This is an optimization exercise on Yosys and OpenROAD, whose aim is small area, a short achievable clock period and few clock cycles per item, not a production implementation.
Function was checked by simulation only, so behaviour that the tests miss may differ from the original.
No activity file was given, so power comes from the tool's default toggle rates.

==> design/flow/design.v <==
module t4_block_enc (
    input  wire         clk,
    input  wire         rst,           
    input  wire         in_valid,
    output wire         in_ready,
    input  wire [63:0]  in_data,       
    input  wire         in_sat,        
    output wire         out_valid,
    input  wire         out_ready,
    output wire [15:0]  out_header,    
    output wire [127:0] out_codes,     
    output wire         out_flush,     
    output wire [5:0]   out_clipped    
);
    function [5:0] ceilf;
        input [5:0] p;
        input [4:0] m;
        input       st;
        input [5:0] k;
        reg signed [7:0] sh;
        reg [4:0] mq;
        reg       rnz;
        begin
            sh = $signed({2'b00, k}) + 8'sd4 - $signed({2'b00, p});
            if (sh < 0) begin
                ceilf = 6'd63;
            end else if (sh >= 5) begin
                ceilf = {5'd0, (|m) | st};
            end else begin
                mq  = m >> sh[2:0];
                rnz = st | (|(m & ~(5'h1f << sh[2:0])));
                ceilf = {1'b0, mq} + {5'd0, rnz};
            end
        end
    endfunction
    function [5:0] ceils;
        input [4:0] m;
        input       st;
        input [2:0] sh;
        begin
            if (sh >= 3'd5) ceils = {5'd0, (|m) | st};
            else ceils = {1'b0, m >> sh} + {5'd0, st | (|(m & ~(5'h1f << sh)))};
        end
    endfunction
    function [6:0] magf;
        input [10:0] ent;     
        input [5:0]  km1;     
        reg signed [7:0] t;
        reg [4:0] w;
        begin
            t = $signed({2'b00, ent[9:4]}) - $signed({2'b00, km1});
            if (t < 0) w = 5'd0;
            else w = {1'b1, ent[3:0]} >> (3'd4 - t[2:0]);
            magf = {t >= 5, ent[10], {1'b0, w[4:1]} + {4'd0, w[0]}};
        end
    endfunction
    function [4:0] codeq;
        input [6:0] qq;
        input [3:0] zz;
        reg signed [6:0] raw;
        begin
            if (qq[6]) begin
                codeq = {1'b1, qq[5] ? 4'd0 : 4'd15};
            end else begin
                raw = qq[5] ? ($signed({3'b000, zz}) - $signed({2'b00, qq[4:0]}))
                            : ($signed({3'b000, zz}) + $signed({2'b00, qq[4:0]}));
                if (raw < 0)       codeq = {1'b1, 4'd0};
                else if (raw > 15) codeq = {1'b1, 4'd15};
                else               codeq = {1'b0, raw[3:0]};
            end
        end
    endfunction
    function [4:0] codef;
        input [10:0] ent;     
        input [5:0]  km1;     
        input [3:0]  zz;
        reg signed [7:0] t;
        reg [4:0] w;
        reg [4:0] q;
        reg signed [6:0] raw;
        begin
            t = $signed({2'b00, ent[9:4]}) - $signed({2'b00, km1});
            if (t < 0) w = 5'd0;
            else w = {1'b1, ent[3:0]} >> (3'd4 - t[2:0]);
            q = ({1'b0, w[4:1]}) + {4'd0, w[0]};        
            if (t >= 5) begin
                codef = {1'b1, ent[10] ? 4'd0 : 4'd15};
            end else begin
                raw = ent[10] ? ($signed({3'b000, zz}) - $signed({2'b00, q}))
                              : ($signed({3'b000, zz}) + $signed({2'b00, q}));
                if (raw < 0)       codef = {1'b1, 4'd0};
                else if (raw > 15) codef = {1'b1, 4'd15};
                else               codef = {1'b0, raw[3:0]};
            end
        end
    endfunction
    reg         in_ready_q;
    reg  [4:0]  cnt;             
    reg         big_acc;         
    reg  [2:0]  bigstall;        
    reg         pend;            
    reg         sweeping;
    reg         wv, yv, xv;      
    reg         out_valid_q;
    reg         kz_ready;
    wire take   = in_valid & in_ready_q;
    wire x_big  = ~((&in_data[63:49]) | ~(|in_data[63:49]));
    wire blk_end = take & (cnt == 5'd31);
    reg  [63:0] x0;
    reg         v0, f0, l0, s0, bg0;
    always @(posedge clk) begin
        x0  <= in_data;
        s0  <= in_sat;
        f0  <= (cnt == 5'd0);
        l0  <= (cnt == 5'd31);
        bg0 <= big_acc | x_big;
        v0  <= take & ~rst;
    end
    reg  [64:0] V;               
    reg  [69:0] L;               
    reg  [2:0]  dstep;           
    reg  [4:0]  dq;              
    reg         smark;
    reg         blk_smark;
    reg         blk_big;
    wire        neg0 = x0[63];
    wire [2:0]  dstep_n = rst ? 3'd0 :
                          (dstep != 3'd0) ? ((dstep == 3'd7) ? 3'd0 : dstep + 3'd1) :
                          (v0 & l0 & bg0) ? 3'd1 : 3'd0;
    reg         s_pos, s_neg, s_d1, s_d2, s_dn;
    always @(posedge clk) begin
        s_pos <= (dstep_n == 3'd0) & ~in_data[63];
        s_neg <= (dstep_n == 3'd0) &  in_data[63];
        s_d1  <= (dstep_n == 3'd1);
        s_d2  <= (dstep_n == 3'd2);
        s_dn  <= (dstep_n >= 3'd3);
    end
    wire [69:0] opA = ({70{s_neg | s_d2 | s_dn}} & L) |
                      ({70{s_pos | s_d1}} & {5'd0, V});
    wire [69:0] opB = ({70{s_pos | s_neg}} & ~{{6{x0[63]}}, x0}) |
                      ({70{s_d1}} & ~L) |                     
                      ({70{s_d2}} & ~{L[65:0], 4'd0}) |       
                      ({70{s_dn}} & ~{2'b00, V, 3'd0});       
    wire        cin = ~s_neg;
    reg  [69:0] pg_g, pg_p, dsum;
    integer     lv, bi;
    always @* begin
        pg_g = opA & opB;
        pg_p = opA ^ opB;
        pg_g[0] = pg_g[0] | (pg_p[0] & cin);
        for (lv = 0; lv < 7; lv = lv + 1)
            for (bi = 69; bi >= 0; bi = bi - 1)
                if (bi[lv]) begin
                    pg_g[bi] = pg_g[bi] | (pg_p[bi] & pg_g[((bi >> lv) << lv) - 1]);
                    pg_p[bi] = pg_p[bi] & pg_p[((bi >> lv) << lv) - 1];
                end
        dsum = (opA ^ opB) ^ {pg_g[68:0], cin};
    end
    wire        gtV  = s_pos &  dsum[69];
    wire        ltL  = s_neg & ~dsum[69];
    always @(posedge clk) begin
        dstep <= dstep_n;
        if (s_d1) V <= dsum[64:0];
        if (s_d2) L <= dsum;
        if (s_dn) begin
            if (!dsum[69]) L <= {dsum[68:0], 1'b0};
            else           L <= {L[68:0], 1'b0};
            dq <= {dq[3:0], ~dsum[69]};
        end
        if (v0 && dstep == 3'd0) begin
            if (f0) begin
                V <= neg0 ? 65'd0 : {2'b00, x0[62:0]};
                L <= neg0 ? {{6{1'b1}}, x0} : 70'd0;
            end else begin
                if (gtV) V <= {2'b00, x0[62:0]};
                if (ltL) L <= {{6{x0[63]}}, x0};
            end
        end
        if (v0) begin
            smark <= f0 ? s0 : (smark | s0);
            if (l0) begin
                blk_smark <= f0 ? s0 : (smark | s0);
                blk_big   <= bg0;
            end
        end
    end
    wire [62:0] ya   = x0[62:0] ^ {63{neg0}};
    wire        nz32 = ~|ya[62:31];
    wire [62:0] na1  = nz32 ? {ya[30:0], {32{neg0}}} : ya;
    wire        nz16 = ~|na1[62:47];
    wire [62:0] na2  = nz16 ? {na1[46:0], {16{neg0}}} : na1;
    reg  [20:0] nb;              
    reg         nbo, nba;        
    reg  [1:0]  nbz;
    reg         ndn;             
    reg  [5:0]  nlo;             
    reg         neg1, v1, f1, l1;
    always @(posedge clk) begin
        nb   <= na2[62:42];
        nbo  <= |na2[41:0];
        nba  <= &na2[41:0];
        nbz  <= {nz32, nz16};
        ndn  <= ~|ya[62:5];
        nlo  <= {1'b0, ya[4:0]} + {5'd0, neg0};
        neg1 <= neg0;
        f1   <= f0;
        l1   <= l0;
        v1   <= v0 & ~rst;
    end
    wire        nz8  = ~|nb[20:13];
    wire [20:0] nc3  = nz8 ? {nb[12:0], {8{neg1}}} : nb;
    wire        nz4  = ~|nc3[20:17];
    wire [20:0] nc4  = nz4 ? {nc3[16:0], {4{neg1}}} : nc3;
    wire        nz2  = ~|nc4[20:19];
    wire [20:0] nc5  = nz2 ? {nc4[18:0], {2{neg1}}} : nc4;
    wire        nz1  = ~nc5[20];
    wire [20:0] nc6  = nz1 ? {nc5[19:0], neg1} : nc5;
    wire [5:0]  fpy  = 6'd62 - {nbz, nz8, nz4, nz2, nz1};
    wire [4:0]  wy   = nc6[20:16];
    wire        bor  = (|nc6[15:0]) | nbo;
    wire        band = (&nc6[15:0]) & nba;
    wire        cy   = neg1 & band;
    wire [5:0]  wy1  = {1'b0, wy} + {5'd0, cy};
    reg  [5:0]  fp;
    reg  [4:0]  fm5;
    reg         fst;
    always @* begin
        if (ndn) begin
            fp  = nlo[5] ? 6'd5 : 6'd4;
            fm5 = nlo[5] ? 5'd16 : nlo[4:0];
            fst = 1'b0;
        end else if (wy1[5]) begin
            fp  = fpy + 6'd1;
            fm5 = 5'd16;
            fst = 1'b0;
        end else begin
            fp  = fpy;
            fm5 = wy1[4:0];
            fst = neg1 ? ~band : bor;
        end
    end
    reg  [5:0]  p2;
    reg  [4:0]  m2;
    reg         st2, neg2, v2, f2, l2;
    always @(posedge clk) begin
        p2   <= fp;
        m2   <= fm5;
        st2  <= fst;
        neg2 <= neg1;
        f2   <= f1;
        l2   <= l1;
        v2   <= v1 & ~rst;
    end
    reg  [11:0] FP, FN;          
    wire [11:0] fcur = {p2, m2, st2};
    wire [11:0] fzero = {6'd4, 5'd0, 1'b0};
    reg         lk1;
    always @(posedge clk) begin
        if (v2) begin
            if (f2) begin
                FP <= neg2 ? fzero : fcur;
                FN <= neg2 ? fcur : fzero;
            end else begin
                if (!neg2 && fcur > FP) FP <= fcur;
                if ( neg2 && fcur > FN) FN <= fcur;
            end
        end
        lk1 <= v2 & l2 & ~rst;
    end
    wire [10:0] ent2 = {neg2, (p2 >= 6'd8) ? p2 : 6'd0, m2[3:0]};
    reg  [10:0] ed1, ed2, ed3, ed4;
    reg         vd1, vd2, vd3, vd4;
    reg  [4:0]  wcnt;
    reg  [10:0] bufm [0:31];
    always @(posedge clk) begin
        ed1 <= ent2;
        ed2 <= ed1;
        ed3 <= ed2;
        ed4 <= ed3;
        vd1 <= v2 & ~rst;
        vd2 <= vd1 & ~rst;
        vd3 <= vd2 & ~rst;
        vd4 <= vd3 & ~rst;
        if (rst) wcnt <= 5'd0;
        else if (vd4) wcnt <= wcnt + 5'd1;
        if (vd4) bufm[wcnt] <= ed4;
    end
    wire [5:0]  pP = FP[11:6], pN = FN[11:6];
    wire [4:0]  mP = FP[5:1],  mN = FN[5:1];
    wire        sP = FP[0],    sN = FN[0];
    wire [5:0]  pm = (pP > pN) ? pP : pN;
    wire        smallk = (pm <= 6'd12);
    wire [5:0]  kb = smallk ? 6'd8 : (pm - 6'd3);
    wire [6:0]  shPw = {1'b0, kb} + 7'd4 - {1'b0, pP};
    wire [6:0]  shNw = {1'b0, kb} + 7'd4 - {1'b0, pN};
    reg  [2:0]  shPa, shNa;
    reg  [4:0]  mPa, mNa;
    reg         sPa, sNa;
    reg  [5:0]  kba;
    reg         smalla, zblka, allza, lk1b;
    always @(posedge clk) begin
        shPa   <= (shPw >= 7'd5) ? 3'd5 : shPw[2:0];
        shNa   <= (shNw >= 7'd5) ? 3'd5 : shNw[2:0];
        mPa    <= mP;
        mNa    <= mN;
        sPa    <= sP;
        sNa    <= sN;
        kba    <= kb;
        smalla <= smallk;
        zblka  <= (pP <= 6'd7) && (pN <= 6'd7);
        allza  <= (mP == 5'd0) && (mN == 5'd0);
        lk1b   <= lk1 & ~rst;
    end
    reg  [5:0]  c_pb, c_nb;
    reg  [5:0]  kbr;
    reg         smallr, zblk, allz, lk2;
    always @(posedge clk) begin
        c_pb   <= ceils(mPa, sPa, shPa);
        c_nb   <= ceils(mNa, sNa, shNa);
        kbr    <= kba;
        smallr <= smalla;
        zblk   <= zblka;
        allz   <= allza;
        lk2    <= lk1b & ~rst;
    end
    wire [5:0]  c_p1 = (c_pb + 6'd1) >> 1, c_n1 = (c_nb + 6'd1) >> 1;
    wire [5:0]  c_p2 = (c_p1 + 6'd1) >> 1, c_n2 = (c_n1 + 6'd1) >> 1;
    wire [5:0]  c_p3 = (c_p2 + 6'd1) >> 1, c_n3 = (c_n2 + 6'd1) >> 1;
    wire [5:0]  a_p0 = smallr ? c_p1 : c_pb, a_n0 = smallr ? c_n1 : c_nb;
    wire [5:0]  a_p1 = smallr ? c_p2 : c_p1, a_n1 = smallr ? c_n2 : c_n1;
    wire [5:0]  a_p2 = smallr ? c_p3 : c_p2, a_n2 = smallr ? c_n3 : c_n2;
    wire [5:0]  k0r  = smallr ? 6'd9 : kbr;
    wire        c8ok = ({1'b0, c_pb} + {1'b0, c_nb}) <= 7'd15;
    wire        fit0 = ({1'b0, a_p0} + {1'b0, a_n0}) <= 7'd15;
    wire        fit1 = ({1'b0, a_p1} + {1'b0, a_n1}) <= 7'd15;
    wire [5:0]  ksel = fit0 ? k0r : (fit1 ? k0r + 6'd1 : k0r + 6'd2);
    wire [3:0]  cps  = fit0 ? a_p0[3:0] : (fit1 ? a_p1[3:0] : a_p2[3:0]);
    wire [3:0]  cns  = fit0 ? a_n0[3:0] : (fit1 ? a_n1[3:0] : a_n2[3:0]);
    reg  [5:0]  kselr;
    reg  [3:0]  cpsr, cnsr;
    reg         smallk3, c8ok3, zblk3, allz3, lk3;
    always @(posedge clk) begin
        kselr   <= ksel;
        cpsr    <= cps;
        cnsr    <= cns;
        smallk3 <= smallr;
        c8ok3   <= c8ok;
        zblk3   <= zblk;
        allz3   <= allz;
        lk3     <= lk2 & ~rst;
    end
    wire [3:0]  zfit = cnsr + ((4'd15 - cpsr - cnsr) >> 1);
    wire        ksat = kselr > 6'd47;
    reg  [5:0]  d_km1;
    reg  [3:0]  d_z;
    reg  [5:0]  d_eb;
    reg         d_zero, d_flush, d_sat, d_satz;
    wire        sweep_start = kz_ready & ~sweeping & ~wv & ~yv & ~xv & ~out_valid_q;
    wire [3:0]  dq1  = dq[3:0] + 4'd1;
    wire [3:0]  zsat = dsum[69] ? dq[3:0] : dq1;       
    always @(posedge clk) begin
        if (rst) begin
            kz_ready <= 1'b0;
        end else begin
            if (lk3) begin
                d_zero  <= zblk3;
                d_flush <= zblk3 ? ~allz3 : (smallk3 && (kselr == 6'd9) && c8ok3);
                d_km1   <= ksat ? 6'd46 : (kselr - 6'd1);
                d_eb    <= zblk3 ? 6'b100000 : (ksat ? 6'd7 : (kselr - 6'd40));
                d_z     <= zblk3 ? 4'd0 : zfit;
                d_satz  <= ksat & ~zblk3;
                d_sat   <= ksat | blk_smark;
                if (!blk_big) kz_ready <= 1'b1;
            end else if (dstep == 3'd7) begin
                if (d_satz) d_z <= zsat;
                kz_ready <= 1'b1;
            end else if (sweep_start) begin
                kz_ready <= 1'b0;
            end
        end
    end
    reg  [3:0]   sp;
    reg  [127:0] codes;
    reg  [5:0]   clipped;
    reg  [5:0]   h_eb;
    reg  [3:0]   h_z;
    reg          h_sat, h_flush;
    reg  [10:0]  ra, rb;
    reg  [3:0]   wsp, ysp;
    reg          wf, wl, yf, yl;
    reg  [6:0]   qa, qb;             
    reg  [1:0]   cl;
    reg          xf, xl;
    wire         act = sweeping | sweep_start;
    wire [6:0]   qa_n = magf(ra, d_km1);
    wire [6:0]   qb_n = magf(rb, d_km1);
    wire [4:0]   ca  = codeq(qa, d_z);
    wire [4:0]   cb  = codeq(qb, d_z);
    always @(posedge clk) begin
        ra  <= bufm[{sp, 1'b0}];
        rb  <= bufm[{sp, 1'b1}];
        wsp <= sp;
        wf  <= sweep_start;
        wl  <= (sp == 4'd15);
        qa  <= qa_n;
        qb  <= qb_n;
        ysp <= wsp;
        yf  <= wf;
        yl  <= wl;
        if (yv) codes[{ysp, 3'b000} +: 8] <= {cb[3:0], ca[3:0]};
        cl  <= {cb[4], ca[4]};
        xf  <= yf;
        xl  <= yl;
        if (xv) clipped <= (xf ? 6'd0 : clipped) + {5'd0, cl[0]} + {5'd0, cl[1]};
    end
    always @(posedge clk) begin
        if (rst) begin
            sweeping    <= 1'b0;
            out_valid_q <= 1'b0;
            sp          <= 4'd0;
            wv          <= 1'b0;
            yv          <= 1'b0;
            xv          <= 1'b0;
        end else begin
            wv <= act;
            yv <= wv;
            xv <= yv;
            if (act) begin
                sp       <= sp + 4'd1;
                sweeping <= (sp != 4'd15);
            end
            if (xv && xl) out_valid_q <= 1'b1;
            if (sweep_start) begin
                h_eb    <= d_eb;
                h_z     <= d_z;
                h_sat   <= d_sat;
                h_flush <= d_flush;
            end
            if (out_valid_q && out_ready) out_valid_q <= 1'b0;
        end
    end
    wire [4:0] cnt_n   = take ? cnt + 5'd1 : cnt;
    wire       pend_n  = (pend & ~sweep_start) | blk_end;
    wire       rbusy_n = act | wv | yv | (out_valid_q & ~out_ready) | (xv & xl);
    wire [2:0] bs_n    = (blk_end & (big_acc | x_big)) ? 3'd7 :
                         (bigstall != 3'd0 ? bigstall - 3'd1 : 3'd0);
    always @(posedge clk) begin
        if (rst) begin
            cnt        <= 5'd0;
            big_acc    <= 1'b0;
            bigstall   <= 3'd0;
            pend       <= 1'b0;
            in_ready_q <= 1'b1;
        end else begin
            cnt        <= cnt_n;
            if (take) big_acc <= (cnt == 5'd31) ? 1'b0 : (big_acc | x_big);
            bigstall   <= bs_n;
            pend       <= pend_n;
            in_ready_q <= ~((cnt_n == 5'd0) & pend_n & rbusy_n) & (bs_n == 3'd0);
        end
    end
    assign in_ready    = in_ready_q;
    assign out_valid   = out_valid_q;
    assign out_header  = {4'b0000, h_sat, 1'b0, h_z, h_eb};
    assign out_codes   = codes;
    assign out_flush   = h_flush;
    assign out_clipped = clipped;
endmodule
==> design/flow/run.sh <==
#!/bin/bash
# synth_recipe.tcl (not shown) runs the flow's synth.tcl, then flattens the netlist and writes it again
# the make line also repeats each setting of config.mk as NAME=value (left out here)
make -C /OpenROAD-flow-scripts/flow DESIGN_CONFIG=/design/flow/config.mk WORK_HOME=/design/flow/orfs CLKGATE_MAP_FILE= SYNTH_SCRIPT=/design/flow/synth_recipe.tcl finish
==> design/flow/config.mk <==
export PLATFORM = sky130hd
export DESIGN_NAME = t4_block_enc
export DESIGN_NICKNAME = t4_block_enc
export VERILOG_FILES = /design/flow/design.v
export SDC_FILE = /design/flow/constraint.sdc
export NUM_CORES = 4
export LEC_CHECK = 0
export ABC_CLOCK_PERIOD_IN_PS = 3000
export CAP_MARGIN = 60
export CORE_MARGIN = 2
export CORE_UTILIZATION = 40
export PLACE_DENSITY = 0.6
export SLEW_MARGIN = 60
==> design/flow/constraint.sdc <==
create_clock -name core_clock -period 14.0 [get_ports {clk}]
set_input_delay 2.8000 -clock core_clock [delete_from_list [all_inputs] [get_ports {clk}]]
set_output_delay 2.8000 -clock core_clock [all_outputs]
set_load 0.01 [all_outputs]
==> metrics.md, run 1 <==
| Metric | Value |
|---|---|
| Worst-path fanout max | 59 |
| FFs w/ async S/R, synth | 0 |
| ANT cells | 0 |
| Hold Crit Class | register to register |
| Die height | 365.6 microns |
| Row Count | 132 |
| Initial Util | 0.4034 |
| Worst-path clk slew | approximately 60 ps |
| Die Wd | 365.6 microns |
| Met2 usage | 0.3477 |
| Clock root buffer | clkbuf_16 |
| Worst Setup EP | L[25]$_DFF_P_ |
| Longest Clk Path Bufs | 3 |
| First-pass GRT wire length | 236400 microns |
| Critical Path Stages | 19 |
| Routed vias | 39.87k |
| Die area | 133600 sq um |
| Post-DRT Antenna Nets | 0 |
| WS Path Type | register to register |
| Post-synth EDFFs | roughly 550 |
| Largest net degree at the start of global routing | 70 |
| Max incr delay on CP | 620 ps |
| Core area | approximately 130000 sq um |
| Final setup margin | between 7000 and 8000 ps |
| Pre-CTS setup slack | around 7300 ps |
| Met3 Use GR | 0.04220 |
| Post-synthesis cell count | 4747 |
| # clock sinks | 1008 |
| Critical path's slowest cell | dfxtp_4 |
| Number of global-route vias before repair | 37.63k |
| DR WL/cell | 23.43 microns |
| TritonCTS buffer count | 107 |
| Leak Pwr | ~22 nW |
| Synthesized area per cell | roughly 11 sq um |
| Share of cells above drive strength 1 | 0.1320 |
| FF-to-FF setup slack | 7170 ps |
| CP startpoint | s_d2$_DFF_P_ |
| # Post-CTS Setup Buffers | 0 |
| Antenna violations before repair | 1 |
| Via-to-Cell Ratio | 5.928 |
| Hold_buf cts | 0 |
| Critical Path RT | between 10000 and 15000 ps |
| Max-slew headroom | 0.5878 |
| Top post-synthesis cells by area | edfxtp_1 (31%), dfxtp_1 (18%), ha_1 (8.0%) |
| Pwr Total | 8.585 mW |
| Synth-to-Final Area Change | 16.40% |
| Crit path top cell by count | buf_4 |
| Maximum clock frequency | 146.4 MHz |
| Seq/Total Area, Yosys | 0.4908 |
| Remaining global-route overflow | 0 |
| IO buf count | 216 |
| Yosys warns | 1 |
| GRT Total Usage | 0.2300 |
| Fin. Hold Viols | 0 |
| Router iterations before antenna repair | 8 |
| Max H-tree Level | 3 |
| Post-DP Area | 56800 sq um |
| CTS tree | done |
| Fin util | 0.4695 |
| M1 GR Usage | 0.3292 |
| NumNets Final | between 5k and 6k |
| Final HPWL DP | 109000 microns |
| Post-route cell area | just over 60000 sq um |
| Fin Setup TNS | 0 ps |
| Delay-heaviest family, CP | compound AO/OA/AOI/OAI gates |
| Worst skew pair latency | 740 ps |
| Skew final | roughly 33 ps |
| Status | timing/DRC/antenna clean |
| Final Cycle Share | 0.4880 |
| Startpoint types | register |
| Fin. max-slew vios | 0 |
| Yosys reg bits | 1008 |
| RePlAce Congestion | 0.9468 |
| Synthesized area | 52300 sq um |
| Worst reg2reg path depth | 19 |
| Worst-margin pin slew | between 600 and 700 ps |
| Total of max-cap violations | 0 |
| Top Usage Layer GRT | met2 |
| Buf/Inv on CP | 5 |
| Endpoints failing setup | 0 |
| RSZ-0062 raised after global routing | no |
| Crit path cell chain | buf_4 > buf_6 > a222oi_1 > o21ai_0 > ha_1 > nand4_1 > a2111oi_0 > o31ai_2 > a21oi_1 > buf_1 > o21ai_2 > a211oi_4 > o21a_1 > o31ai_4 > buf_4 > a21oi_4 > buf_4 > a311oi_1 > a221o_1 |
| Worst vdd ir | 104.5 uV |
| Count of different cell masters after synthesis | 99 |
| Crit path arrival time | 7430 ps |
| Minimum clock period | 6832 ps |
| CTS resizes | 0 |
| Area leader, netlist | edfxtp_1 |
| Main synth FF type | edfxtp_1 |
| Drt drc | 0 |
| P per Cell Area | 141.0 nW/um^2 |
| Reg-to-Reg End | L[25]$_DFF_P_ |
| Top Ports | 222 |
| RR Startpoint | s_d2$_DFF_P_ |
| Crit path capture type | register |
| Routed wire length | 157600 microns |
| DRT iter0 DRCs | 4289 |
| Synth top area share | 0.3147 |
-- power by group --
group          switching [mW]  internal (mW)  leakage, nW
Sequential              0.252           3.35         8.45
Combinational            1.21          0.733         11.9
Clock                    1.26           1.78         1.88
-- per-layer routing --
metal	wire, microns	share of wire
met3	14880	0.094
met5	0	0
met1	68860	0.44
met4	5101	0.032
met2	68730	0.44
-- cell type report --
class                   instances  area (sq um)
inverters                     237         894.6
clock buffers                 147          3122
repair buffers                306          3080
flip-flops and latches       1008         25730
clock inverters                57         718.2
well taps                    1742          2180
multi-input cells            3229         25140
fillers                     11600         68780
-- cell families after synthesis --
group / count (synthesis) / synth area share
flops: 1008 / 0.4908
other cells: 1 / 0.00007171
xor+xnor: 140 / 0.02345
compound gates: 1323 / 0.1682
buf+inv: 514 / 0.03852
simple gates: 1072 / 0.09661
fa+ha+maj: 357 / 0.08857
mux: 332 / 0.09379
-- worst min path at each step --
stage / startpoint / endpoint / slack, ps / cells past startpoint
floorplan: allza$_DFF_P_ / allz$_DFF_P_ / 310 / 0
global placement: ed1[0]$_DFF_P_ / ed2[0]$_DFF_P_ / 310 / 0
detailed placement: ed1[0]$_DFF_P_ / ed2[0]$_DFF_P_ / 310 / 0
CTS: ed3[3]$_DFF_P_ / ed4[3]$_DFF_P_ / 320 / 0
global route: ed3[3]$_DFF_P_ / ed4[3]$_DFF_P_ / 330 / 0
finish: ed3[3]$_DFF_P_ / ed4[3]$_DFF_P_ / 320 / 0
-- layout by cell type, fill, tap and decap left out, types with 85 or more instances in the layout --
master             n
nor2_1           256
mux2i_1           85
a21oi_1          280
clkbuf_16        112
ha_1             335
o22ai_1          147
dfxtp_1          440
nand2_1          355
edfxtp_1         548
inv_1            231
mux2_2           129
mux4_2           113
clkdlybuf4s50_1  215
o21ai_0          278
-- metrics by stage --
step                      instances  hold WS, ps
final                          6726        320.8
after global routing           6726        325.7
after CTS                      6718        322.5
after detailed placement       6514        312.1
after global placement         6497        310.0
after floorplan                4751        309.6
-- flip-flops by register name, indices dropped and copies added (netlist names), 7 cells and up --
name / flops
FN: 12
FP: 12
L: 70
V: 65
bufm: 352
codes: 128
ed1: 11
ed2: 11
ed3: 11
ed4: 11
nb: 21
qa: 7
qb: 7
ra: 11
rb: 11
x0: 64
-- synthesized netlist by cell type, types with 53 or more instances --
cell and n:
xor2_1 68, o22ai_1 148, nand2_1 362, inv_1 234
ha_1 335, a21oi_1 285, xnor2_1 72, nor2b_1 54
mux4_2 113, nor2_1 288, a21o_1 63, clkbuf_1 212
o21ai_0 281, dfxtp_1 460, nand3_1 63, a211oi_1 84
a22o_1 82, edfxtp_1 548, nor3_1 53, mux2i_1 87
mux2_2 129
Testbench counts, summed over its fixed seeds: cycles 17,448, items 512.
==> inputs of run 2 (changes only) <==
--- a/design/flow/config.mk
+++ b/design/flow/config.mk
@@ -6,8 +6,8 @@
 export NUM_CORES = 4
 export LEC_CHECK = 0
 export ABC_CLOCK_PERIOD_IN_PS = 3000
-export CAP_MARGIN = 60
+export CAP_MARGIN = 20
 export CORE_MARGIN = 2
 export CORE_UTILIZATION = 40
 export PLACE_DENSITY = 0.6
-export SLEW_MARGIN = 60
+export SLEW_MARGIN = 20
==> run 2 against run 1 <==
  * Cell area down 1.5%
  * Clock power shrank 2%
  * Clock-buffer cell count grew 9
  * First-iteration DRC count rose by 3.5%
  * Non-clock buffer count down 21
  * Worst setup slack lost 890 ps
  * Fmax decreased by 12%
  * Sequential cell count stayed put
==> metrics.md, run 2 <==
| Metric | Value |
|---|---|
| Fin Setup TNS | 0 ps (unchanged) |
| Die height | 365.6 microns (unchanged) |
| Final setup margin | 6275 ps (-893.3 ps) |
| Synthesized area per cell | 11.02 sq um (unchanged) |
| Biggest regs | bufm (352), codes (128), L (70) |
| Remaining global-route overflow | 0 (unchanged) |
| Critical Path RT | 14580 ps (about the same) |
| Routed wire length | 157000 microns (-0.38%) |
| WS Path Type | register to register |
| Antenna violations before repair | 1 (unchanged) |
| P per Cell Area | 141.6 nW/um^2 (+0.44%) |
| DR WL/cell | 23.40 microns (about the same) |
| Max reg flops | 352 (unchanged) |
| Synth top area share | 0.3147 (unchanged) |
| IO buf count | 216 (unchanged) |
| Largest net degree at the start of global routing | 71 (+1.4%) |
| Router iterations before antenna repair | 8 (unchanged) |
| Critical path's slowest cell | o31ai_4 |
| Crit path arrival time | 8310 ps (+880 ps) |
| Core area | 129600 sq um (unchanged) |
| FFs w/ async S/R, synth | 0 (unchanged) |
| Via-to-Cell Ratio | 5.923 (about the same) |
| Die area | 133600 sq um (unchanged) |
| Max incr delay on CP | 780 ps (+160 ps) |
| Leading cell type in the layout, fill and taps excluded | edfxtp_1 |
| CTS resizes | 0 (unchanged) |
| Startpoint types | register |
| RePlAce Congestion | 0.9468 (unchanged) |
| Buf/Inv on CP | 4 (-1) |
| Fin. max-slew vios | 0 (unchanged) |
| Number of global-route vias before repair | 37.48k (-0.39%) |
| Total of max-cap violations | 0 (unchanged) |
| Hold_buf cts | 0 (unchanged) |
| DRT iter0 DRCs | 4439 (+3.5%) |
| Pre-CTS setup slack | 6603 ps (-723.2 ps) |
| Share of cells above drive strength 1 | 0.1171 (-0.01496) |
| Synthesized area | 52300 sq um (unchanged) |
| Drt drc | 0 (unchanged) |
| # clock sinks | 1008 (unchanged) |
| Worst-margin pin slew | 1121 ps (+503.2 ps) |
| Row Count | 132 (unchanged) |
| Yosys reg bits | 1008 (unchanged) |
| Worst skew pair latency | 740 ps (about the same) |
| Endpoints failing setup | 0 (unchanged) |
| GRT Total Usage | 0.2291 (-0.0009233) |
| Top Ports | 222 (unchanged) |
| Worst vdd ir | 101.9 uV (-2.5%) |
| Fin. Hold Viols | 0 (unchanged) |
| Leak Pwr | 22.01 nW (-1.2%) |
| TritonCTS buffer count | 109 (+1.9%) |
| Max-slew headroom | 0.2497 (-0.3381) |
| Hold Crit Class | register to register |
| Post-DRT Antenna Nets | 0 (unchanged) |
| NumNets Final | 5296 (-0.36%) |
| Worst-path clk slew | 70 ps (about the same) |
| Routed vias | 39.72k (-0.37%) |
| Count of different cell masters after synthesis | 99 (unchanged) |
| Commonest cells after routing, fill and taps aside | edfxtp_1 (548), dfxtp_1 (441), nand2_1 (358) |
| Crit path top cell by count | buf_4 |
| Initial Util | 0.4034 (unchanged) |
| First-pass GRT wire length | 235600 microns (-0.34%) |
| Area leader, netlist | edfxtp_1 |
| Final HPWL DP | 108200 microns (-0.78%) |
| Minimum clock period | 7725 ps (+893.3 ps) |
| Delay-heaviest family, CP | compound AO/OA/AOI/OAI gates |
| Longest Clk Path Bufs | 3 (unchanged) |
| CTS tree | done |
| RSZ-0062 raised after global routing | no |
| Post-synth EDFFs | 548 (unchanged) |
| Top post-synthesis cells by area | edfxtp_1 (31%), dfxtp_1 (18%), ha_1 (8.0%) |
| Synth-to-Final Area Change | 14.68% |
| Commonest cells post-synth | edfxtp_1 (548), dfxtp_1 (460), nand2_1 (362), ha_1 (335), nor2_1 (288) |
| Yosys warns | 1 (unchanged) |
| Maximum clock frequency | 129.4 MHz (-12%) |
| Final Cycle Share | 0.5518 (+0.06381) |
| Seq/Total Area, Yosys | 0.4908 (unchanged) |
| Largest Register | bufm |
| Crit path capture type | register |
| Max H-tree Level | 3 (unchanged) |
| Crit path cell chain | buf_4 > or2_2 > buf_4 > a22o_1 > ha_1 > a211oi_1 > o21ai_0 > o31ai_1 > a21oi_1 > o21ai_1 > a211oi_4 > o21a_1 > o31ai_4 > buf_4 > a21oi_4 > buf_4 > a2111oi_0 > a211oi_1 |
| # Post-CTS Setup Buffers | 0 (unchanged) |
| Main synth FF type | edfxtp_1 |
| Skew final | 43.14 ps (+10.60 ps) |
| Worst-path fanout max | 64 (+8.5%) |
| Post-synthesis cell count | 4747 (unchanged) |
| Count leader, synth | edfxtp_1 |
| Clock root buffer | clkbuf_16 |
| Die Wd | 365.6 microns (unchanged) |
| Status | timing/DRC/antenna clean |
==> run 2: cell counts after synthesis <==
Identical to the previous run, type by type.
==> run 2: power breakdown <==
part | leakage, nW | total [mW] | switching, mW | internal, mW
combinational | 11.7 | 1.90 | 1.19 | 0.711
clock | 1.86 | 2.99 | 1.25 | 1.74
sequential | 8.45 | 3.60 | 0.251 | 3.35
total | 22.0 | 8.49 | 2.69 | 5.80
==> run 2: final timing paths <==
kind	start	end	slack, ps	cells past startpoint
max	s_d1$_DFF_P_	L[37]$_DFF_P_	6270	18
min	kba[0]$_DFF_P_	kbr[0]$_DFF_P_	320	0
max reg2reg	s_d1$_DFF_P_	L[37]$_DFF_P_	6270	18
min reg2reg	kba[0]$_DFF_P_	kbr[0]$_DFF_P_	320	0
==> run 2: kinds of logic (layout without fill, tap and decap cells) <==
family | after synthesis | in the layout | share of synthesized area
AO/OA/AOI/OAI | 1323 | 1323 | 0.1682
XOR/XNOR | 140 | 140 | 0.02345
adder cells (fa/ha/maj) | 357 | 357 | 0.08857
buffers and inverters | 514 | 726 | 0.03852
flip-flops | 1008 | 1008 | 0.4908
multiplexers | 332 | 332 | 0.09379
other | 1 | 7 | 0.00007171
AND/OR/NAND/NOR | 1072 | 1072 | 0.09661
==> run 2: metal layers <==
layer / global-route usage / vias up / share of wire
met2: 0.3503 / 1947 / 0.44
met5: 0 / - / 0.000083
met3: 0.04293 / 281 / 0.095
li1: - / 18130 / -
met1: 0.3256 / 19360 / 0.44
met4: 0.07698 / 2 / 0.029
==> run 2: final cells by class <==
cell class / count / area [sq um]
inverter: 237 / 892.1
tap: 1742 / 2180
fill: 11810 / 69680
antenna: 2 / 5.005
multi-input combinational: 3229 / 24740
sequential: 1008 / 25710
clock inverter: 48 / 556.8
clock buffer: 156 / 3211
timing repair buffer: 285 / 2683
==> run 2: per-stage QoR <==
step	std cells	hold WS, ps	total power [mW]	utilization	area [sq um]
6_report	6707	323.3	8.495	0.4626	59970
2_1_floorplan	4751	309.6	4.889	-	52310
3_3_place_gp	6497	310.0	5.476	0.4327	56100
3_5_place_dp	6499	312.1	5.492	0.4330	56140
5_1_grt	6705	329.1	8.840	0.4625	59970
4_1_cts	6703	325.7	8.488	0.4621	59910
==> inputs of run 3 (changes only) <==
--- a/design/flow/config.mk
+++ b/design/flow/config.mk
@@ -5,7 +5,6 @@
 export SDC_FILE = /design/flow/constraint.sdc
 export NUM_CORES = 4
 export LEC_CHECK = 0
-export ABC_CLOCK_PERIOD_IN_PS = 3000
 export CAP_MARGIN = 20
 export CORE_MARGIN = 2
 export CORE_UTILIZATION = 40
==> run 3 against run 2 <==
  * Fmax is the same
  * Clock power is essentially flat
  * Critical path type unchanged
  * Worst setup slack is the same
  * Via count is the same
  * Sequential power is essentially flat
  * Worst hold slack is the same
  * Largest cell class unchanged
  * Sequential share of layout area is the same
==> metrics.md, run 3 <==
| Metric | Value |
|---|---|
| Internal power | 5.800 mW (unchanged) |
| Reg power frac | 0.424 (about the same) |
| Critical path's slowest cell | o31ai_4 |
| # clock sinks | 1008 (unchanged) |
| Fin Setup TNS | 0 ps (unchanged) |
| Final setup margin | 6275 ps (unchanged) |
| Delay-heaviest family, CP | compound AO/OA/AOI/OAI gates |
| FFs w/ async S/R, synth | 0 (unchanged) |
| P per Cell Area | 141.6 nW/um^2 (unchanged) |
| FF-to-FF setup slack | 6270 ps (about the same) |
| Die Wd | 365.6 microns (unchanged) |
| Hold path start | kba[0]$_DFF_P_ |
| Post-synthesis cell count | 4747 (unchanged) |
| Worst reg2reg path depth | 18 (unchanged) |
| Die area | 133600 sq um (unchanged) |
| GRT Total Usage | 0.2291 (unchanged) |
| Fillcell total | 11.81k (unchanged) |
| Yosys reg bits | 1008 (unchanged) |
| Startpoint types | register |
| Share of cells above drive strength 1 | 0.1171 (unchanged) |
| Hold Path End | kbr[0]$_DFF_P_ |
| Via-to-Cell Ratio | 5.923 (unchanged) |
| Area leader, netlist | edfxtp_1 |
| Final HPWL DP | 108200 microns (unchanged) |
| Crit path capture type | register |
| Hold Path Depth | 0 (unchanged) |
| Reg area | 25710 sq um (unchanged) |
| Leading cell type in the layout, fill and taps excluded | edfxtp_1 |
| Clock root buffer | clkbuf_16 |
| Top Ports | 222 (unchanged) |
| Initial Util | 0.4034 (unchanged) |
| Worst skew pair latency | 740 ps (about the same) |
| Count of different cell masters after synthesis | 99 (unchanged) |
| Final Cycle Share | 0.5518 (unchanged) |
| Seq/Total Area, Yosys | 0.4908 (unchanged) |
| Post-synth EDFFs | 548 (unchanged) |
| Routed wire length | 157000 microns (unchanged) |
| Largest Register | bufm |
| Worst-margin pin slew | 1121 ps (unchanged) |
| WS Path Type | register to register |
| Crit path cell chain | buf_4 > or2_2 > buf_4 > a22o_1 > ha_1 > a211oi_1 > o21ai_0 > o31ai_1 > a21oi_1 > o21ai_1 > a211oi_4 > o21a_1 > o31ai_4 > buf_4 > a21oi_4 > buf_4 > a2111oi_0 > a211oi_1 |
| Worst vdd ir | 101.9 uV (unchanged) |
| Commonest cells after routing, fill and taps aside | edfxtp_1 (548), dfxtp_1 (441), nand2_1 (358) |
| Yosys warns | 1 (unchanged) |
| Logic gate share of total power | 0.224 (about the same) |
| Sw Share | 0.3172 (unchanged) |
| Fin. max-slew vios | 0 (unchanged) |
| DRT iter0 DRCs | 4439 (unchanged) |
| NumNets Final | 5296 (unchanged) |
| Max-slew headroom | 0.2497 (unchanged) |
| Clock Power Share | 0.352 (about the same) |
| Max H-tree Level | 3 (unchanged) |
| Worst-path fanout max | 64 (unchanged) |
| Min Hold Slack | 323.3 ps (unchanged) |
| Non-Filler Instances | 6707 (unchanged) |
| First-pass GRT wire length | 235600 microns (unchanged) |
| Leak Pwr | 22.01 nW (unchanged) |
| Die height | 365.6 microns (unchanged) |
| Crit path top cell by count | buf_4 |
| Top post-synthesis cells by area | edfxtp_1 (31%), dfxtp_1 (18%), ha_1 (8.0%) |
| Hold Crit Class | register to register |
| Largest net degree at the start of global routing | 71 (unchanged) |
| Hold_buf cts | 0 (unchanged) |
| DR WL/cell | 23.40 microns (unchanged) |
| # Post-CTS Setup Buffers | 0 (unchanged) |
| Commonest cells post-synth | edfxtp_1 (548), dfxtp_1 (460), nand2_1 (362), ha_1 (335), nor2_1 (288) |
| Router iterations before antenna repair | 8 (unchanged) |
| IO buf count | 216 (unchanged) |
| Synthesized area per cell | 11.02 sq um (unchanged) |
| Placed cell count | 6499 (unchanged) |
| Number of global-route vias before repair | 37.48k (unchanged) |
| CTS resizes | 0 (unchanged) |
| TritonCTS buffer count | 109 (unchanged) |
| Post-route cell area | 59970 sq um (unchanged) |
| Synth-to-Final Area Change | 14.68% (unchanged) |
| Antenna violations before repair | 1 (unchanged) |
| Status | timing/DRC/antenna clean |
| Worst-path clk slew | 70 ps (about the same) |
| Endpoints failing setup | 0 (unchanged) |
| Maximum clock frequency | 129.4 MHz (unchanged) |
| Longest Clk Path Bufs | 3 (unchanged) |
| Count leader, synth | edfxtp_1 |
| Post-DP Area | 56140 sq um (unchanged) |
| Fin util | 0.4626 (unchanged) |
| Post-DRT Antenna Nets | 0 (unchanged) |
| Synthesized area | 52300 sq um (unchanged) |
| Minimum clock period | 7725 ps (unchanged) |
| CTS tree | done |
| Crit path arrival time | 8310 ps (about the same) |
| Main synth FF type | edfxtp_1 |
| Reg-to-Reg End | L[37]$_DFF_P_ |
| Skew final | 43.14 ps (unchanged) |
| Remaining global-route overflow | 0 (unchanged) |
| Total of max-cap violations | 0 (unchanged) |
| Drt drc | 0 (unchanged) |
| Core area | 129600 sq um (unchanged) |
| Max incr delay on CP | 780 ps (about the same) |
| Row Count | 132 (unchanged) |
| Multi-input combinational cell area | 24740 sq um (unchanged) |
| Fin. Hold Viols | 0 (unchanged) |
| RSZ-0062 raised after global routing | no |
| Buf/Inv on CP | 4 (unchanged) |
| Biggest regs | bufm (352), codes (128), L (70) |
| RePlAce Congestion | 0.9468 (unchanged) |
| Synth top area share | 0.3147 (unchanged) |
| Pre-CTS setup slack | 6603 ps (unchanged) |
| RR Startpoint | s_d1$_DFF_P_ |
| Routed vias | 39.72k (unchanged) |
| Critical Path RT | 14580 ps (about the same) |
| Pwr Total | 8.495 mW (unchanged) |
| Net load switching power | 2.695 mW (unchanged) |
| Max reg flops | 352 (unchanged) |
==> run 3: cell counts after synthesis <==
No cell type changed its count.
==> run 3: worst reg2reg max path: stages, from the launching register on <==
cell,delay (ps)
dfxtp_4,730
buf_4,510
or2_2,210
buf_4,730
a22o_1,300
ha_1,250
a211oi_1,250
o21ai_0,290
o31ai_1,630
a21oi_1,380
o21ai_1,680
a211oi_4,200
o21a_1,350
o31ai_4,780
buf_4,370
a21oi_4,130
buf_4,300
a2111oi_0,410
a211oi_1,90
==> run 3: cells by family (layout without fill, tap and decap cells) <==
group | after synthesis | count (layout) | share of synthesized area
buffers and inverters | 514 | 726 | 0.03852
flip-flops | 1008 | 1008 | 0.4908
AO/OA/AOI/OAI | 1323 | 1323 | 0.1682
AND/OR/NAND/NOR | 1072 | 1072 | 0.09661
multiplexers | 332 | 332 | 0.09379
adder cells (fa/ha/maj) | 357 | 357 | 0.08857
XOR/XNOR | 140 | 140 | 0.02345
other | 1 | 7 | 0.00007171
==> run 3: cell type report <==
cell class	count	area share
timing repair buffer	285	0.04473
tap	1742	0.03634
clock inverter	48	0.009284
multi-input combinational	3229	0.4125
clock buffer	156	0.05354
antenna	2	0.00008345
inverter	237	0.01488
sequential	1008	0.4286
==> run 3: power by group through the flow <==
stage	combinational, mW	sequential, mW	clock, mW
6_report	1.90	3.60	2.99
5_1_grt	2.05	3.62	3.16
4_1_cts	1.85	3.59	3.05
3_5_place_dp	1.84	3.66	0
3_3_place_gp	1.82	3.66	0
2_1_floorplan	1.34	3.54	0
==> run 3: how the worst max path moves through the flow <==
stage	slack, ps	startpoint	endpoint	cells after the start
6_report	6270	s_d1$_DFF_P_	L[37]$_DFF_P_	18
5_1_grt	5840	s_d1$_DFF_P_	L[37]$_DFF_P_	18
4_1_cts	6520	s_d1$_DFF_P_	L[37]$_DFF_P_	18
3_5_place_dp	6600	s_d1$_DFF_P_	L[37]$_DFF_P_	18
3_3_place_gp	6760	s_d1$_DFF_P_	L[37]$_DFF_P_	18
2_1_floorplan	8020	x0[63]$_DFF_P_	nbo$_DFF_P_	15
==> run 3: metal layers <==
layer  vias up  global-route usage  wire, microns
li1      18130                   -              -
met1     19360              0.3256          68360
met2      1947              0.3503          69030
met3       281             0.04293          14990
met4         2             0.07698           4586
met5         -                   0             13
==> inputs of run 4 (changes only) <==
--- a/design/flow/design.v
+++ b/design/flow/design.v
@@ -116,7 +116,7 @@
         bg0 <= big_acc | x_big;
         v0  <= take & ~rst;
     end
-    reg  [64:0] V;               
+    reg  [65:0] V;               
     reg  [69:0] L;               
     reg  [2:0]  dstep;           
     reg  [4:0]  dq;              
@@ -124,24 +124,21 @@
     reg         blk_smark;
     reg         blk_big;
     wire        neg0 = x0[63];
+    wire        gtV  = $signed(x0) > $signed({1'b0, V[62:0]});
+    wire        ltL  = $signed(x0) < $signed(L[63:0]);
     wire [2:0]  dstep_n = rst ? 3'd0 :
                           (dstep != 3'd0) ? ((dstep == 3'd7) ? 3'd0 : dstep + 3'd1) :
                           (v0 & l0 & bg0) ? 3'd1 : 3'd0;
-    reg         s_pos, s_neg, s_d1, s_d2, s_dn;
+    reg         s_d1, s_d2, s_dn;
     always @(posedge clk) begin
-        s_pos <= (dstep_n == 3'd0) & ~in_data[63];
-        s_neg <= (dstep_n == 3'd0) &  in_data[63];
         s_d1  <= (dstep_n == 3'd1);
         s_d2  <= (dstep_n == 3'd2);
         s_dn  <= (dstep_n >= 3'd3);
     end
-    wire [69:0] opA = ({70{s_neg | s_d2 | s_dn}} & L) |
-                      ({70{s_pos | s_d1}} & {5'd0, V});
-    wire [69:0] opB = ({70{s_pos | s_neg}} & ~{{6{x0[63]}}, x0}) |
-                      ({70{s_d1}} & ~L) |                     
-                      ({70{s_d2}} & ~{L[65:0], 4'd0}) |       
-                      ({70{s_dn}} & ~{2'b00, V, 3'd0});       
-    wire        cin = ~s_neg;
+    wire [69:0] Vx  = {{4{V[65]}}, V};
+    wire [69:0] opA = L;
+    wire [69:0] opB = s_d1 ? ~Vx : (s_d2 ? ~{L[65:0], 4'd0} : {Vx[66:0], 3'd0});
+    wire        cin = ~s_dn;
     reg  [69:0] pg_g, pg_p, dsum;
     integer     lv, bi;
     always @* begin
@@ -156,11 +153,9 @@
                 end
         dsum = (opA ^ opB) ^ {pg_g[68:0], cin};
     end
-    wire        gtV  = s_pos &  dsum[69];
-    wire        ltL  = s_neg & ~dsum[69];
     always @(posedge clk) begin
         dstep <= dstep_n;
-        if (s_d1) V <= dsum[64:0];
+        if (s_d1) V <= dsum[65:0];
         if (s_d2) L <= dsum;
         if (s_dn) begin
             if (!dsum[69]) L <= {dsum[68:0], 1'b0};
@@ -169,10 +164,10 @@
         end
         if (v0 && dstep == 3'd0) begin
             if (f0) begin
-                V <= neg0 ? 65'd0 : {2'b00, x0[62:0]};
+                V <= neg0 ? 66'd0 : {3'b000, x0[62:0]};
                 L <= neg0 ? {{6{1'b1}}, x0} : 70'd0;
             end else begin
-                if (gtV) V <= {2'b00, x0[62:0]};
+                if (gtV) V <= {3'b000, x0[62:0]};
                 if (ltL) L <= {{6{x0[63]}}, x0};
             end
         end
@@ -197,8 +192,12 @@
     reg         neg1, v1, f1, l1;
     always @(posedge clk) begin
         nb   <= na2[62:42];
-        nbo  <= |na2[41:0];
-        nba  <= &na2[41:0];
+        case ({nz32, nz16})
+        2'b00: begin nbo <= |ya[41:0]; nba <= &ya[41:0]; end
+        2'b01: begin nbo <= |ya[25:0]; nba <= &ya[25:0]; end
+        2'b10: begin nbo <= |ya[9:0];  nba <= &ya[9:0];  end
+        default: begin nbo <= 1'b0;    nba <= 1'b1;      end
+        endcase
         nbz  <= {nz32, nz16};
         ndn  <= ~|ya[62:5];
         nlo  <= {1'b0, ya[4:0]} + {5'd0, neg0};
@@ -252,6 +251,7 @@
         v2   <= v1 & ~rst;
     end
     reg  [11:0] FP, FN;          
+    reg  [5:0]  PM;              
     wire [11:0] fcur = {p2, m2, st2};
     wire [11:0] fzero = {6'd4, 5'd0, 1'b0};
     reg         lk1;
@@ -264,6 +264,7 @@
                 if (!neg2 && fcur > FP) FP <= fcur;
                 if ( neg2 && fcur > FN) FN <= fcur;
             end
+            if (f2 || p2 > PM) PM <= p2;
         end
         lk1 <= v2 & l2 & ~rst;
     end
@@ -288,11 +289,11 @@
     wire [5:0]  pP = FP[11:6], pN = FN[11:6];
     wire [4:0]  mP = FP[5:1],  mN = FN[5:1];
     wire        sP = FP[0],    sN = FN[0];
-    wire [5:0]  pm = (pP > pN) ? pP : pN;
+    wire [5:0]  pm = PM;
     wire        smallk = (pm <= 6'd12);
     wire [5:0]  kb = smallk ? 6'd8 : (pm - 6'd3);
-    wire [6:0]  shPw = {1'b0, kb} + 7'd4 - {1'b0, pP};
-    wire [6:0]  shNw = {1'b0, kb} + 7'd4 - {1'b0, pN};
+    wire [6:0]  shPw = smallk ? (7'd12 - {1'b0, pP}) : ({1'b0, pm} + 7'd1 - {1'b0, pP});
+    wire [6:0]  shNw = smallk ? (7'd12 - {1'b0, pN}) : ({1'b0, pm} + 7'd1 - {1'b0, pN});
     reg  [2:0]  shPa, shNa;
     reg  [4:0]  mPa, mNa;
     reg         sPa, sNa;
--- a/design/flow/config.mk
+++ b/design/flow/config.mk
@@ -5,8 +5,8 @@
 export SDC_FILE = /design/flow/constraint.sdc
 export NUM_CORES = 4
 export LEC_CHECK = 0
-export CAP_MARGIN = 20
+export CAP_MARGIN = 85
 export CORE_MARGIN = 2
 export CORE_UTILIZATION = 40
 export PLACE_DENSITY = 0.6
-export SLEW_MARGIN = 20
+export SLEW_MARGIN = 85
==> run 4 against run 3 <==
  * Sequential cell count increased by 5
  * Worst setup slack got worse by 3700 ps
  * Cell area increased by 20%
  * Clock skew increased by 35 ps
  * Via count increased by 2.3%
  * Synthesized cell count decreased by 1.3%
  * Die area increased by 2.0%
  * Cell count increased by 8.3%
  * First-iteration DRC count decreased by 21%
  * Combinational power increased by 140%
  * Critical path type unchanged
  * Largest power group is now combinational cells
==> metrics.md, run 4 <==
| Metric | Value |
|---|---|
| Status | timing/DRC/antenna clean |
| Hold_buf cts | 0 (unchanged) |
| Post-synth EDFFs | 554 (+1.1%) |
| Top Ports | 222 (unchanged) |
| IO buf count | 216 (unchanged) |
| Post-synthesis cell count | 4683 (-1.3%) |
| Biggest regs | bufm (352), codes (128), L (70) |
| WS Path Type | register to register |
| Drt drc | 0 (unchanged) |
| NumNets Final | 5961 (+13%) |
| Crit path top cell by count | clkdlybuf4s50_1 |
| Final HPWL DP | 117800 microns (+8.9%) |
| TritonCTS buffer count | 110 (+0.92%) |
| Die area | 136300 sq um (+2.0%) |
| Synthesized area | 53330 sq um (+2.0%) |
| Final Cycle Share | 0.8194 (+0.2676) |
| Worst-path fanout max | 6 (-91%) |
| FFs w/ async S/R, synth | 0 (unchanged) |
| Count leader, synth | edfxtp_1 |
| RSZ-0062 raised after global routing | no |
| Clock root buffer | clkbuf_16 |
| Max incr delay on CP | 570 ps (-210 ps) |
| Worst vdd ir | 118.9 uV (+17%) |
| Clock Power Share | 0.264 (-0.088) |
| Leading cell type in the layout, fill and taps excluded | edfxtp_1 |
| Area leader, netlist | edfxtp_1 |
| Seq/Total Area, Yosys | 0.4842 (-0.006530) |
| Critical path's slowest cell | clkdlybuf4s50_1 |
| FF-to-FF setup slack | 2530 ps (-3750 ps) |
| Endpoints failing setup | 0 (unchanged) |
| First-pass GRT wire length | 237700 microns (+0.91%) |
| Multi-input combinational cell area | 31210 sq um (+26%) |
| Max H-tree Level | 3 (unchanged) |
| Synth-to-Final Area Change | 34.39% |
| Internal power | 7.107 mW (+23%) |
| Share of cells above drive strength 1 | 0.3197 (+0.2026) |
| Total of max-cap violations | 0 (unchanged) |
| Fillcell total | 10.87k (-7.9%) |
| Antenna violations before repair | 4 (+3) |
| Crit path capture type | register |
| Fin. max-slew vios | 0 (unchanged) |
| Synthesized area per cell | 11.39 sq um (+3.4%) |
| Worst-path clk slew | 60 ps (about the same) |
| GRT Total Usage | 0.2234 (-0.005743) |
| P per Cell Area | 155.4 nW/um^2 (+9.7%) |
| Max reg flops | 352 (unchanged) |
| Routed vias | 40.65k (+2.3%) |
| # Post-CTS Setup Buffers | 0 (unchanged) |
| Count of different cell masters after synthesis | 96 (-3.0%) |
| Largest net degree at the start of global routing | 40 (-44%) |
| Longest Clk Path Bufs | 3 (unchanged) |
| Worst skew pair latency | 740 ps (about the same) |
| Post-DP Area | 65310 sq um (+16%) |
| RePlAce Congestion | 0.9378 (-0.95%) |
| Die Wd | 369.1 microns (+0.98%) |
| Post-route cell area | 71680 sq um (+20%) |
| Yosys warns | 1 (unchanged) |
| Commonest cells after routing, fill and taps aside | edfxtp_1 (554), ha_1 (379), clkdlybuf4s50_1 (288) |
| Logic gate share of total power | 0.409 (+0.185) |
| Fin Setup TNS | 0 ps (unchanged) |
| # clock sinks | 1013 (+0.50%) |
| Post-DRT Antenna Nets | 0 (unchanged) |
| DR WL/cell | 21.77 microns (-7.0%) |
| Net load switching power | 4.030 mW (+50%) |
| Pwr Total | 11.14 mW (+31%) |
| Startpoint types | register |
| Reg area | 26190 sq um (+1.9%) |
| Skew final | 78.26 ps (+35.12 ps) |
| Synth top area share | 0.3119 (-0.002734) |
| Largest Register | bufm |
| Minimum clock period | 11470 ps (+3747 ps) |
| Commonest cells post-synth | edfxtp_1 (554), dfxtp_1 (459), ha_1 (459), nor2_1 (322), a21oi_1 (293) |
| CTS resizes | 0 (unchanged) |
| Leak Pwr | 26.43 nW (+20%) |
| Row Count | 133 (+0.76%) |
| Hold Crit Class | register to register |
| Fin. Hold Viols | 0 (unchanged) |
| Top post-synthesis cells by area | edfxtp_1 (31%), dfxtp_1 (17%), ha_1 (11%) |
| Crit path arrival time | 12080 ps (+3770 ps) |
| Number of global-route vias before repair | 39.73k (+6.0%) |
| Yosys reg bits | 1013 (+0.50%) |
| CTS tree | done |
| Reg power frac | 0.327 (-0.097) |
| Via-to-Cell Ratio | 5.598 (-5.5%) |
| Sw Share | 0.3618 (+0.04461) |
| Critical Path RT | 14610 ps (+30 ps) |
| DRT iter0 DRCs | 3504 (-21%) |
| Maximum clock frequency | 87.17 MHz (-33%) |
| Remaining global-route overflow | 0 (unchanged) |
| Main synth FF type | edfxtp_1 |
| Die height | 369.1 microns (+0.98%) |
| Router iterations before antenna repair | 5 (-3) |
| Initial Util | 0.4041 (+0.0007791) |
| Routed wire length | 158100 microns (+0.71%) |
| Core area | 132000 sq um (+1.8%) |
run 4: power by group through the flow:
stage               Clock [mW]  Sequential (mW)  Combinational [mW]
finish                    2.94             3.64                4.56
global route              3.11             3.66                4.88
CTS                       2.99             3.62                3.93
detailed placement           0             3.68                3.90
global placement             0             3.69                2.82
floorplan                    0             3.57                2.13
run 4: final timing paths:
kind | endpoint | startpoint | depth (start not counted)
setup reg to reg | p2[0]$_DFF_P_ | nb[13]$_DFF_P_ | 31
hold / removal | yl$_DFF_P_ | wl$_DFF_P_ | 0
hold reg to reg | yl$_DFF_P_ | wl$_DFF_P_ | 0
setup / recovery | p2[0]$_DFF_P_ | nb[13]$_DFF_P_ | 31
run 4: logic make-up after synthesis:
family / count (synthesis) / synth area share
compound gates: 1051 / 0.1274
simple gates: 1029 / 0.09344
flops: 1013 / 0.4842
mux: 483 / 0.1201
buf+inv: 483 / 0.03554
fa+ha+maj: 481 / 0.1159
xor+xnor: 142 / 0.02332
other cells: 1 / 0.00007031
run 4: layout make-up:
cell class	count	share of cell area
flip-flops and latches	1013	0.3654
multi-input cells	3191	0.4354
clock buffers	143	0.04127
inverters	279	0.01479
clock inverters	64	0.009950
repair buffers	816	0.1025
well taps	1755	0.03064
diodes	1	0.00003491
run 4: stage by stage:
| stage | utilization | worst slack [ps] | instances | hold WS [ps] |
|---|---|---|---|---|
| 2_1_floorplan | - | 8938 | 4687 | 309.6 |
| 3_3_place_gp | 0.4352 | 7777 | 6519 | 310.6 |
| 3_5_place_dp | 0.4949 | 6140 | 6971 | 311.8 |
| 4_1_cts | 0.5227 | 6088 | 7178 | 311.9 |
| 5_1_grt | 0.5431 | 2152 | 7261 | 310.3 |
| 6_report | 0.5431 | 2528 | 7262 | 307.4 |
run 4: critical path, delay by kind of cell, from the launching register on:
family | cells | cell delay, ps
AND/OR/NAND/NOR | 4 | 550
AO/OA/AOI/OAI | 6 | 1300
flip-flops | 1 | 370
buffers and inverters | 21 | 9180
run 4: metal layers:
metal / routed length [microns] / part of all wire / GRT usage
met1: 70530 / 0.45 / 0.3109
met2: 72630 / 0.46 / 0.3532
met3: 10680 / 0.068 / 0.04064
met4: 4227 / 0.027 / 0.06907
met5: 22 / 0.00014 / 0
Testbench counts of run 4, summed over its fixed seeds: cycles 17,448, items 512.
==> inputs of run 5 (changes only) <==
--- a/design/flow/config.mk
+++ b/design/flow/config.mk
@@ -5,8 +5,8 @@
 export SDC_FILE = /design/flow/constraint.sdc
 export NUM_CORES = 4
 export LEC_CHECK = 0
-export CAP_MARGIN = 85
+export CAP_MARGIN = 60
 export CORE_MARGIN = 2
 export CORE_UTILIZATION = 40
 export PLACE_DENSITY = 0.6
-export SLEW_MARGIN = 85
+export SLEW_MARGIN = 60
==> run 5 against run 4 <==
  * Die area unchanged
  * Still clean
  * Sequential power is essentially flat
  * Via count shrank 6.8%
  * Cell area is 13% lower
  * Cell count down 7.1%
  * Largest cell class unchanged
  * Worst hold slack better by 17 ps
  * Total power decreased by 13%
  * Sequential cell count unchanged
==> metrics.md, run 5 <==
| Metric | Value |
|---|---|
| Status | timing/DRC/antenna clean |
| GRT Total Usage | 0.2124 (-0.01096) |
| Share of cells above drive strength 1 | 0.1305 (-0.1892) |
| Core area | 132000 sq um (unchanged) |
| Routed vias | 37.87k (-6.8%) |
| Area leader, netlist | edfxtp_1 |
| Post-synthesis cell count | 4683 (unchanged) |
| RR Startpoint | s_d1$_DFF_P_ |
| Count of different cell masters after synthesis | 96 (unchanged) |
| Post-synth EDFFs | 554 (unchanged) |
| Synthesized area per cell | 11.39 sq um (unchanged) |
| Fin Setup TNS | 0 ps (unchanged) |
| Die Wd | 369.1 microns (unchanged) |
| Largest net degree at the start of global routing | 68 (+70%) |
| Count leader, synth | edfxtp_1 |
| Die area | 136300 sq um (unchanged) |
| Worst-path clk slew | 60 ps (about the same) |
| Commonest cells after routing, fill and taps aside | edfxtp_1 (554), ha_1 (459), dfxtp_1 (446) |
| Hold Path End | xf$_DFF_P_ |
| IO buf count | 216 (unchanged) |
| Endpoints failing setup | 0 (unchanged) |
| Hold_buf cts | 0 (unchanged) |
| Crit path cell chain | buf_6 > nor2_1 > a21o_1 > fa_1 > fa_1 > nand2b_1 > a21oi_1 > o21ai_2 > a311oi_4 > o21ai_1 > a21o_1 > a211oi_4 > buf_4 > buf_6 > mux2_2 > nand2_1 > a31oi_1 |
| Crit path capture type | register |
| Reg power frac | 0.375 (+0.048) |
| Leak Pwr | 23.19 nW (-12%) |
| Max reg flops | 352 (unchanged) |
| Yosys reg bits | 1013 (unchanged) |
| Synthesized area | 53330 sq um (unchanged) |
| FF-to-FF setup slack | 8060 ps (+5530 ps) |
| Hold Path Depth | 0 (unchanged) |
| Logic gate share of total power | 0.305 (-0.104) |
| Final Cycle Share | 0.4246 (-0.3948) |
| Router iterations before antenna repair | 5 (unchanged) |
| RePlAce Congestion | 0.9378 (unchanged) |
| First-pass GRT wire length | 224000 microns (-5.8%) |
| Drt drc | 0 (unchanged) |
| Critical Path RT | 14570 ps (-40 ps) |
| Critical path's slowest cell | a311oi_4 |
| Internal power | 6.343 mW (-11%) |
| CTS tree | done |
| TritonCTS buffer count | 108 (-1.8%) |
| Die height | 369.1 microns (unchanged) |
| Top Ports | 222 (unchanged) |
| Delay-heaviest family, CP | compound AO/OA/AOI/OAI gates |
| CTS resizes | 0 (unchanged) |
| Initial Util | 0.4041 (unchanged) |
| Worst vdd ir | 148.0 uV (+25%) |
| Max H-tree Level | 3 (unchanged) |
| Longest Clk Path Bufs | 3 (unchanged) |
| NumNets Final | 5445 (-8.7%) |
| Fin. Hold Viols | 0 (unchanged) |
| Clock Power Share | 0.320 (+0.056) |
| Largest Register | bufm |
| Synth top area share | 0.3119 (unchanged) |
| Worst-path fanout max | 67 (+61) |
| Antenna violations before repair | 7 (+3) |
| Leading cell type in the layout, fill and taps excluded | edfxtp_1 |
| Commonest cells post-synth | edfxtp_1 (554), dfxtp_1 (459), ha_1 (459), nor2_1 (322), a21oi_1 (293) |
| Clock root buffer | clkbuf_16 |
| Worst reg2reg path depth | 17 (-45%) |
| Row Count | 133 (unchanged) |
| Total of max-cap violations | 0 (unchanged) |
| # Post-CTS Setup Buffers | 0 (unchanged) |
| Minimum clock period | 5944 ps (-5527 ps) |
| CP startpoint | s_d1$_DFF_P_ |
| Max-slew headroom | 0.5874 |
| P per Cell Area | 155.3 nW/um^2 (about the same) |
| Yosys warns | 1 (unchanged) |
| WS Path Type | register to register |
| Via-to-Cell Ratio | 5.613 (+0.28%) |
| Fin. max-slew vios | 0 (unchanged) |
| Fin util | 0.4712 (-0.07192) |
| Worst skew pair latency | 730 ps (about the same) |
| Hold path start | yf$_DFF_P_ |
| Reg-to-Reg End | L[65]$_DFF_P_ |
| Max incr delay on CP | 620 ps (+50 ps) |
| DR WL/cell | 21.83 microns (+0.26%) |
| DRT iter0 DRCs | 3337 (-4.8%) |
| Seq/Total Area, Yosys | 0.4842 (unchanged) |
| Sw Share | 0.3434 (-0.01849) |
| Crit path arrival time | 6520 ps (-5560 ps) |
| Buf/Inv on CP | 3 (-86%) |
| # clock sinks | 1013 (unchanged) |
| Routed wire length | 147300 microns (-6.9%) |
| Hold Crit Class | register to register |
| Main synth FF type | edfxtp_1 |
| Final HPWL DP | 104000 microns (-12%) |
| FFs w/ async S/R, synth | 0 (unchanged) |
| Startpoint types | register |
| Skew final | 57.94 ps (-20.32 ps) |
| Maximum clock frequency | 168.2 MHz (+93%) |
| Remaining global-route overflow | 0 (unchanged) |
| RSZ-0062 raised after global routing | no |
| Synth-to-Final Area Change | 16.60% |
| Number of global-route vias before repair | 36.60k (-7.9%) |
| Post-DRT Antenna Nets | 0 (unchanged) |
| Biggest regs | bufm (352), codes (128), L (70) |
| Top post-synthesis cells by area | edfxtp_1 (31%), dfxtp_1 (17%), ha_1 (11%) |
| Worst-margin pin slew | 616.2 ps |
| Net load switching power | 3.316 mW (-18%) |
run 5: cell counts after synthesis:
No cell type changed its count.
run 5: final cells by class:
class | count | area [sq um]
fillers | 11850 | 69780
clock buffers | 138 | 3050
clock inverters | 66 | 883.3
diodes | 3 | 7.507
well taps | 1755 | 2196
flip-flops and latches | 1013 | 25870
multi-input cells | 3191 | 26020
inverters | 279 | 1047
repair buffers | 302 | 3105
run 5: how the worst max path moves through the flow:
stage | to | slack (ps) | depth (start not counted)
5_1_grt | L[42]$_DFF_P_ | 7840 | 16
3_3_place_gp | d_z[3]$_DFFE_PP_ | 7780 | 17
3_5_place_dp | d_z[3]$_DFFE_PP_ | 8210 | 17
6_report | L[65]$_DFF_P_ | 8060 | 17
2_1_floorplan | nb[12]$_DFF_P_ | 8940 | 11
4_1_cts | L[42]$_DFF_P_ | 8150 | 16
run 5: metal layers:
layer,part of all wire,routed length (microns),global-route usage,vias to the layer above
met5,0.00024,35,0,-
met3,0.071,10460,0.04069,197
met1,0.47,68620,0.3061,18570
met2,0.44,64490,0.3238,1150
li1,-,-,-,17950
met4,0.025,3651,0.06122,6
run 5: cell families (layout without fill, tap and decap cells):
group	after synthesis	in the layout	share of synthesized area
and+or+nand+nor	1029	1029	0.09344
buffers and inverters	483	785	0.03554
DFF	1013	1013	0.4842
adders and majority gates	481	481	0.1159
muxes	483	483	0.1201
xor gates and xnor gates	142	142	0.02332
AOI/OAI and AO/OA	1051	1051	0.1274
other	1	8	0.00007031
run 5: stage by stage:
stage               hold slack [ps]  cell area [sq um]  power (mW)  cells  setup slack (ps)
floorplan                     309.6              53350       5.700   4687              8938
global placement              310.6              57440       6.511   6519              7777
detailed placement            311.8              58060       6.565   6534              8205
CTS                           322.8              61990       9.674   6738              8147
global route                  327.0              62180       10.17   6744              7838
finish                        324.4              62180       9.659   6747              8056
run 5: power by group through the flow:
stage                     logic (mW)  registers [mW]  clock network (mW)
after floorplan                 2.13            3.57                   0
after global placement          2.82            3.69                   0
after detailed placement        2.88            3.68                   0
after CTS                       2.91            3.62                3.15
after global routing            3.27            3.65                3.26
final                           2.95            3.62                3.09

==> separate check: timing with driven ports <==
No port has a modelled driver above. Below, the same layouts with a new extraction and two added sets of constraints.
Step 1 sets driving cells, clkbuf_16 on the clock port and buf_2 on the other inputs (assumed; they add their load-dependent delay and slew).
Step 2 times the ports against the registers' clock, not the clock port: input delays grow and output delays shrink by t, the midpoint of the rising clock arrivals with the driver on.
a / b / c = ideal / step 1 / step 2; a / b = the first two.
run | t, ns | setup WS [ns] | slew at the worst register clock pin (ns)
run 1 | 0.790 | 7.168 / 7.168 / 7.168 | 0.07 / 0.07
run 2 | 0.784 | 6.275 / 6.275 / 6.275 | 0.07 / 0.07
run 3 | 0.784 | 6.275 / 6.275 / 6.275 | 0.07 / 0.07
run 4 | 0.781 | 2.528 / 2.528 / 2.528 | 0.07 / 0.07
run 5 | 0.790 | 8.056 / 8.056 / 8.056 | 0.07 / 0.07
After both steps every run listed still meets setup and hold.
